What follows belongs to an exercise in optimizing a design on an open flow for small area; a production flow would make more cautious choices. Function was checked by simulation only, so behaviour that the tests miss may differ from the original. No activity file was given, so power comes from the tool's default toggle rates.

north:
==> flow/design.v (excerpt) <==
module needle_core (
    input  wire         clk,
    input  wire         rst,           
    input  wire         start,         
    input  wire [12:0]  entry_pc,
    input  wire [7:0]   pages,         
    input  wire [15:0]  budget,        
    input  wire [8:0]   vlen,          
    output wire         busy,
    output wire [12:0]  imem_addr,
    input  wire [63:0]  imem_data,
    output wire [7:0]   win_addr,
    input  wire [255:0] win_data,
    output reg          done,
    output reg  [2:0]   reason,
    output reg  [23:0]  fwd,
    output reg  [7:0]   drop,
    output reg  [7:0]   copy,
    output reg  [2:0]   tc,
    output wire [639:0] key            
);
export LEC_CHECK = 0
export ABC_AREA = 1
export CAP_MARGIN = 20
export CELL_PAD_IN_SITES_DETAIL_PLACEMENT = 2
export CELL_PAD_IN_SITES_GLOBAL_PLACEMENT = 2
export CORE_MARGIN = 2
export CORE_UTILIZATION = 45
export SLEW_MARGIN = 20
export SYNTH_MEMORY_MAX_BITS = 16384
create_clock -name core_clock -period 12.0 [get_ports {clk}]
standard.sh (not shown) runs the stock make flow with config.mk's settings and CLKGATE_MAP_FILE= SYNTH_SCRIPT=/design/flow/synth_recipe.tcl, a recipe that flattens the netlist after the stock synthesis.
==> flow/flow/run.sh <==
#!/bin/bash
# The standard layout (standard.sh, unchanged synthesis), with two changes:
# the port buffers are the smallest buffer cell, and CTS builds the tree from
# clkbuf_8 with no dummy loads. Each tool's output goes to
# orfs/logs; make's own output to make.log.
set -euo pipefail
export BUFFER_PORTS_ARGS="-buffer_cell sky130_fd_sc_hd__buf_1"
export CTS_ARGS="-sink_clustering_enable -repair_clock_nets -dont_use_dummy_load -buf_list {sky130_fd_sc_hd__clkbuf_8}"
bash standard.sh finish > make.log 2>&1
What ended north was a tool error in global routing (5_1_grt); the run never finished.
Inputs modified between north and south:
-- flow/config.mk --
<<< north, line 11
export CELL_PAD_IN_SITES_GLOBAL_PLACEMENT = 2
export CORE_MARGIN = 2
export CORE_UTILIZATION = 45
export SLEW_MARGIN = 20
export SYNTH_MEMORY_MAX_BITS = 16384
>>> south, line 11
export CELL_PAD_IN_SITES_GLOBAL_PLACEMENT = 2
export CORE_MARGIN = 2
export CORE_UTILIZATION = 30
export SLEW_MARGIN = 20
export SYNTH_MEMORY_MAX_BITS = 16384
Notes after the runs:
Per the comparison of south with north, post-placement setup slack rose 0.81 ns, TritonCTS buffer count rose 9, number of placed instances, taps included rose 1204.
Per the final summary, south finished and its layout is clean on timing, DRC and antenna.
What east does differently from south at the input level:
==> flow/flow/run.sh <==
#!/bin/bash
# The standard layout (standard.sh, unchanged synthesis), with two changes:
# the port buffers are the smallest buffer cell, and CTS inserts no dummy
# loads. Each tool's output goes to orfs/logs; make's own output to make.log.
set -euo pipefail
export BUFFER_PORTS_ARGS="-buffer_cell sky130_fd_sc_hd__buf_1"
export CTS_ARGS="-sink_clustering_enable -repair_clock_nets -dont_use_dummy_load"
bash standard.sh finish > make.log 2>&1
-- flow/config.mk --
<<< south, line 12
export CORE_MARGIN = 2
export CORE_UTILIZATION = 30
export SLEW_MARGIN = 20
export SYNTH_MEMORY_MAX_BITS = 16384
>>> east, line 12
export CORE_MARGIN = 2
export CORE_UTILIZATION = 30
export CTS_BUF_LIST = sky130_fd_sc_hd__clkbuf_4 sky130_fd_sc_hd__clkbuf_8
export CTS_CLUSTER_SIZE = 20
export SLEW_MARGIN = 20
export SYNTH_MEMORY_MAX_BITS = 16384
east vs south, first-iteration DRC count went up by 0.67%. Hold slack: east vs south up 0.0079 ns. Compared with south, east shows a lower slew of the pin with the lowest slew margin. Diff south -> east | clock buffer instance count of the final layout | down by more than a quarter. Diff south -> east | peak ir drop on the vdd network | increase of about 10%. Area after synthesis: east vs south identical. Clock-pin transition on the worst setup and hold timing paths came out higher on east than on south. Relative to south, the final cell area reported for east is higher. Taking south as the reference, in east buffers plus inverters on the worst setup path shows no meaningful change; adder-cell share of the synthesized area shows no meaningful change.
--- input diff east..west ---
==> flow/flow/run.sh <==
#!/bin/bash
# The standard layout (standard.sh, unchanged synthesis), with two changes:
# the port buffers are the smallest buffer cell, and CTS builds the tree from
# clkbuf_4/clkbuf_8 with no dummy loads. Each tool's output goes to
# orfs/logs; make's own output to make.log.
set -euo pipefail
export BUFFER_PORTS_ARGS="-buffer_cell sky130_fd_sc_hd__buf_1"
export CTS_ARGS="-sink_clustering_enable -repair_clock_nets -dont_use_dummy_load -buf_list {sky130_fd_sc_hd__clkbuf_4 sky130_fd_sc_hd__clkbuf_8} -sink_clustering_size 20"
bash standard.sh finish > make.log 2>&1
-- flow/config.mk --
<<< east, line 12
export CORE_MARGIN = 2
export CORE_UTILIZATION = 30
export CTS_BUF_LIST = sky130_fd_sc_hd__clkbuf_4 sky130_fd_sc_hd__clkbuf_8
export CTS_CLUSTER_SIZE = 20
export SLEW_MARGIN = 20
export SYNTH_MEMORY_MAX_BITS = 16384
>>> west, line 12
export CORE_MARGIN = 2
export CORE_UTILIZATION = 30
export SLEW_MARGIN = 20
export SYNTH_MEMORY_MAX_BITS = 16384
==> run summary <==
- met3 usage came out higher on west than on east.
- Compared with east, in west final core utilization went down; power per unit of standard cell area decreased about 3.7%; final cell count shows an increase of 90.
- Vias: west above east
- Highest cell delay on the worst timing path: east vs west, no meaningful difference
- Share of the clock period used by the worst path after layout came out higher on west than on east.
- Comparing west and east, the lower shortest period the worst path allows was measured on east.
- west does better than east on peak supply drop.
Inputs modified between west and middle:
-- flow/config.mk --
<<< west, line 12
export CORE_MARGIN = 2
export CORE_UTILIZATION = 30
export SLEW_MARGIN = 20
export SYNTH_MEMORY_MAX_BITS = 16384
>>> middle, line 12
export CORE_MARGIN = 2
export CORE_UTILIZATION = 30
export GPL_TIMING_DRIVEN = 0
export SLEW_MARGIN = 20
export SYNTH_MEMORY_MAX_BITS = 16384
- Between middle and west, met1 routing resource usage after global routing is lower for west, middle comes in above that.
- middle did not stop at any stage, and its layout met the timing, design-rule and antenna checks.
- Final cell area excluding filler cells, middle and west, higher one = middle.
- Of middle and west, it is middle that has the lower sequential fraction of total cell area.
- Diff west -> middle: aggregate global-route resource usage grew by 6.6 points, overall via count from detail_route picked up an extra 6776.
- Number of max-slew violations in the final report came out exactly the same in middle and west.
- Compare middle and west | net switching power figure higher: middle


## v19
needle_core, a different RTL version from the one above (not shown whole).
For scale: about 8600 cells after synthesis, roughly 1300 flip-flops.
clock: 12.0 ns
lec_check: 0
abc_area: 1
cap_margin: 20
cell_pad_in_sites_detail_placement: 2
cell_pad_in_sites_global_placement: 2
core_margin: 2
core_utilization: 30
slew_margin: 20
synth_memory_max_bits: 16384
==> flow/flow/run.sh <==
#!/bin/bash
# The standard layout (standard.sh, unchanged synthesis), with two changes:
# the port buffers are the smallest buffer cell, and CTS builds the tree from
# clkbuf_8 (clusters of up to 12 sinks) with no dummy loads. Each tool's output goes to
# orfs/logs; make's own output to make.log.
set -euo pipefail
export BUFFER_PORTS_ARGS="-buffer_cell sky130_fd_sc_hd__buf_1"
export CTS_ARGS="-sink_clustering_enable -repair_clock_nets -dont_use_dummy_load -buf_list {sky130_fd_sc_hd__clkbuf_8} -sink_clustering_size 12 -sink_clustering_max_diameter 100"
bash standard.sh finish > make.log 2>&1
In summary, v19 completed successfully, with a layout that passed the timing, design-rule and antenna checks.
#### Input delta (v54 over v19)
--- a/flow/flow/run.sh
+++ b/flow/flow/run.sh
@@ -4 +4 @@
-# clkbuf_8 (clusters of up to 12 sinks) with no dummy loads. Each tool's output goes to
+# clkbuf_8 with no dummy loads. Each tool's output goes to
@@ -8 +8 @@
-export CTS_ARGS="-sink_clustering_enable -repair_clock_nets -dont_use_dummy_load -buf_list {sky130_fd_sc_hd__clkbuf_8} -sink_clustering_size 12 -sink_clustering_max_diameter 100"
+export CTS_ARGS="-sink_clustering_enable -repair_clock_nets -dont_use_dummy_load -buf_list {sky130_fd_sc_hd__clkbuf_8}"
--- outcome ---
Per the comparison of v54 with v19, setup slack rose by 0.040 ns; met3 routing resource usage after global routing rose by 0.45 points. v54 vs v19 on post-route cell area: v54 is the higher one. Diff v19 and v54: count of vias placed by the detailed router lower in v19. Comparing clock skew for v19 and v54, the bigger number came from v19. Fraction of area in non-clock buffers: v54 vs v19 — no meaningful difference. For biggest cell delay along the critical path, v19 and v54 come out practically identical. The lower worst-margin pin slew came out of v19. v54 -> v19: number of placed cells counting well taps delta 0, exact match.
#### Input delta (v10 over v54)
--- a/flow/flow/run.sh
+++ b/flow/flow/run.sh
@@ -4 +4 @@
-# clkbuf_8 with no dummy loads. Each tool's output goes to
+# clkbuf_16 (clusters of up to 20 sinks) with no dummy loads. Each tool's output goes to
@@ -8 +8 @@
-export CTS_ARGS="-sink_clustering_enable -repair_clock_nets -dont_use_dummy_load -buf_list {sky130_fd_sc_hd__clkbuf_8}"
+export CTS_ARGS="-sink_clustering_enable -repair_clock_nets -dont_use_dummy_load -buf_list {sky130_fd_sc_hd__clkbuf_16} -sink_clustering_size 20 -sink_clustering_max_diameter 120"
Results
The run showing the smaller arrival time of data at the critical path endpoint is v54. The number of cells on the critical path number comes out higher for v10 vs v54. Summary — worst path required time, v10 relative to v54: higher, by 2.83 ns. Against v54 as the reference, v10 delivers a lower relative area change from synthesis to final layout. v10 gives less net switching component of the power than v54 did. In the reports for v10 and v54, the larger fraction of the cycle the final worst path needs belongs to v10. v10 packs its core more loosely than v54. In the flow results for v10 and v54, the proportion of power drawn by flip-flops and latches is larger on v10. H-tree depth in v10 is 1 below v54. Total of fill cells in the finished design essentially unchanged between v54 and v10.

port drivers added, routing unchanged:
In the flow no input, the clock included, has a driving cell. The finished layouts below were timed again as built, in two steps.
Step 1: set_driving_cell puts a clkbuf_16 on clk and a buf_2 on each other input, an assumption about the parent block.
Step 2, shift: input delay + t, output delay - t, t = (earliest + latest rising clock arrival at the registers) / 2. This alone moves slack from input paths to output paths.
a / b / c = no drivers / after step 1 / after step 2; a / b = the first two.
run	shift t [ns]	slack for setup (ns)	slew at the worst register clock pin (ns)	worst data-port slew with drivers (ns)
south	1.075	2.074 / 2.051 / 1.661	0.07 / 0.07	0.33
east	0.880	2.068 / 2.044 / 1.682	0.06 / 0.06	0.32
west	1.075	2.049 / 2.025 / 1.619	0.07 / 0.07	0.32
middle	1.133	0.401 / 0.375 / -0.285	0.07 / 0.07	0.35
v19	1.014	2.141 / 2.100 / 1.335	0.11 / 0.11	0.45
v54	1.076	2.181 / 2.140 / 1.311	0.07 / 0.07	0.48
v10	0.828	2.134 / 2.104 / 1.358	0.11 / 0.11	0.46
With both steps, setup timing fails in middle, where it was met with ideal ports. The setup slack of v54, which loses most, moves by -0.041 ns with the drivers and by -0.870 ns with both steps.
